What follows belongs to an exercise in optimizing a design on an open flow for small area, a short achievable clock period and few clock cycles per item; a production flow would make more cautious choices. In this exercise RTL edits were held to simulation tests only and were not proved equivalent to the original.

== rev 12 ==
==> flow/design.v (excerpt) <==
module rs72_dec (
  input  wire         clk,
  input  wire         rst,
  input  wire         in_valid,
  output wire         in_ready,
  input  wire [575:0] in_cw,
  input  wire         in_mode,
  output wire         out_valid,
  output wire [511:0] out_data,
  output wire [2:0]   out_nerr,
  output wire         out_fail
);
  function automatic [3:0] m16(input [3:0] a, input [3:0] b);
    reg [6:0] p;
    begin
      p[0] = a[0] & b[0];
      p[1] = (a[1] & b[0]) ^ (a[0] & b[1]);
      p[2] = (a[2] & b[0]) ^ (a[1] & b[1]) ^ (a[0] & b[2]);
      p[3] = (a[3] & b[0]) ^ (a[2] & b[1]) ^ (a[1] & b[2]) ^ (a[0] & b[3]);
      p[4] = (a[3] & b[1]) ^ (a[2] & b[2]) ^ (a[1] & b[3]);
      p[5] = (a[3] & b[2]) ^ (a[2] & b[3]);
      p[6] = a[3] & b[3];
      m16 = {p[3] ^ p[6], p[2] ^ p[5] ^ p[6], p[1] ^ p[4] ^ p[5], p[0] ^ p[4]};
    end
  endfunction
  function automatic [3:0] mulL(input [3:0] a);
    begin
      mulL[0] = a[1];
      mulL[1] = a[1] ^ a[2];
      mulL[2] = a[2] ^ a[3];
      mulL[3] = a[0] ^ a[3];
    end
  endfunction
  function automatic [3:0] sq16(input [3:0] a);
    begin
      sq16[0] = a[0] ^ a[2];
      sq16[1] = a[2];
      sq16[2] = a[1] ^ a[3];
      sq16[3] = a[3];
    end
  endfunction
  function automatic [7:0] gm(input [7:0] a, input [7:0] b);
    reg [3:0] p0, p1, p2;
    begin
      p1 = m16(a[7:4], b[7:4]);
      p0 = m16(a[3:0], b[3:0]);
      p2 = m16(a[7:4] ^ a[3:0], b[7:4] ^ b[3:0]);
      gm = {p2 ^ p0, p0 ^ mulL(p1)};
    end
  endfunction
  function automatic [7:0] gsq(input [7:0] a);
    begin
      gsq[0] = a[0] ^ a[2] ^ a[6];
      gsq[1] = a[2] ^ a[5] ^ a[6] ^ a[7];
      gsq[2] = a[1] ^ a[3] ^ a[5];
      gsq[3] = a[3] ^ a[4] ^ a[6] ^ a[7];
      gsq[4] = a[4] ^ a[6];
      gsq[5] = a[6];
      gsq[6] = a[5] ^ a[7];
      gsq[7] = a[7];
    end
  endfunction
  function automatic [6:0] pm16(input [3:0] a, input [3:0] b);
    begin
      pm16[0] = a[0] & b[0];
      pm16[1] = (a[1] & b[0]) ^ (a[0] & b[1]);
      pm16[2] = (a[2] & b[0]) ^ (a[1] & b[1]) ^ (a[0] & b[2]);
      pm16[3] = (a[3] & b[0]) ^ (a[2] & b[1]) ^ (a[1] & b[2]) ^ (a[0] & b[3]);
  ...
==> flow/config.mk <==
export PLATFORM = sky130hd
export DESIGN_NAME = rs72_dec
export DESIGN_NICKNAME = rs72_dec
export VERILOG_FILES = /design/flow/design.v
export SDC_FILE = /design/flow/constraint.sdc
export NUM_CORES = 4
export LEC_CHECK = 0
export CAP_MARGIN = 35
export CORE_MARGIN = 2
export CORE_UTILIZATION = 30
export PLACE_DENSITY = 0.42
export SLEW_MARGIN = 35
==> flow/constraint.sdc <==
create_clock -name core_clock -period 10.0 [get_ports {clk}]
set_input_delay 2.0000 -clock core_clock [delete_from_list [all_inputs] [get_ports {clk}]]
set_output_delay 2.0000 -clock core_clock [all_outputs]
set_load 0.01 [all_outputs]
standard.sh (not shown) runs the stock make flow with config.mk's settings and CLKGATE_MAP_FILE= SYNTH_SCRIPT=/design/flow/synth_recipe.tcl, a recipe that flattens the netlist after the stock synthesis.
==> flow/flow/run.sh <==
#!/bin/bash
set -euo pipefail
bash standard.sh SETUP_SLACK_MARGIN=6 finish > standard_flow.log 2>&1
Rev 12 completed; timing, DRC and antenna clean
Testbench counts of rev 12, summed over its fixed seeds: cycles 3,272, items 3,200.
[inputs] rev 13 vs rev 12
- SETUP_SLACK_MARGIN newly set to 5
==> flow/run.sh (new file) <==
#!/bin/bash
# synth_recipe.tcl (not shown) runs the flow's synth.tcl, then flattens the netlist and writes it again
# the make line also repeats each setting of config.mk as NAME=value (left out here)
make -C /OpenROAD-flow-scripts/flow DESIGN_CONFIG=/design/flow/config.mk WORK_HOME=/design/flow/orfs CLKGATE_MAP_FILE= SYNTH_SCRIPT=/design/flow/synth_recipe.tcl finish
removed: flow/flow/run.sh
removed: flow/standard.sh
==> run notes <==
Rev 13 ran in full, but the layout does not pass; the checks complain about antenna rules.
As far as met2 wire length is concerned, rev 12 and rev 13 perform about the same.
Cmp rev 13 vs rev 12: total setup buffers inserted after CTS lower in rev 13
Delta(post-layout utilization of the core, rev 13 - rev 12) < 0
Taking rev 12 as the reference point, the largest incremental delay on the critical path of rev 13 rises by 0.15 ns.
Re buffer depth of the longest clock path: no difference whatsoever between rev 12 and rev 13.
Met3 routed wirelength, rev 12 and rev 13: lower on rev 13
Rev 13 ends up with a net count reported at finish that is 1228 lower than in rev 12.
From rev 12 to rev 13 the numbers moved as follows: cell count shows a reduction of 1479, maximum frequency now smaller.

## static timing again, ports no longer ideal
The results above use ideal ports. As a check the final layouts listed here were re-extracted and re-timed, cells and wires unchanged.
Step 1, drivers: a clkbuf_16 drives clk and a buf_2 each remaining input, both assumed.
Step 2 adds t to the input delays and takes it off the output delays; t is the mean of the earliest and latest rising clock arrival at the registers after step 1. Input paths then give back, and output paths get back, about the clock's delay inside the block.
Slacks: no drivers / after step 1 / after step 2; pairs: no drivers / after step 1.
| run | t (ns) | setup WS [ns] | hold slack, ns | worst setup path at the end | clock arrival spread, ns |
|---|---|---|---|---|---|
| rev 12 | 1.242 | 5.777 / 5.777 / 5.777 | 0.209 / 0.209 / 0.209 | register to register | 0.197 / 0.197 |
| rev 13 | 1.247 | 4.709 / 4.709 / 4.709 | 0.243 / 0.243 / 0.243 | register to register | 0.192 / 0.192 |
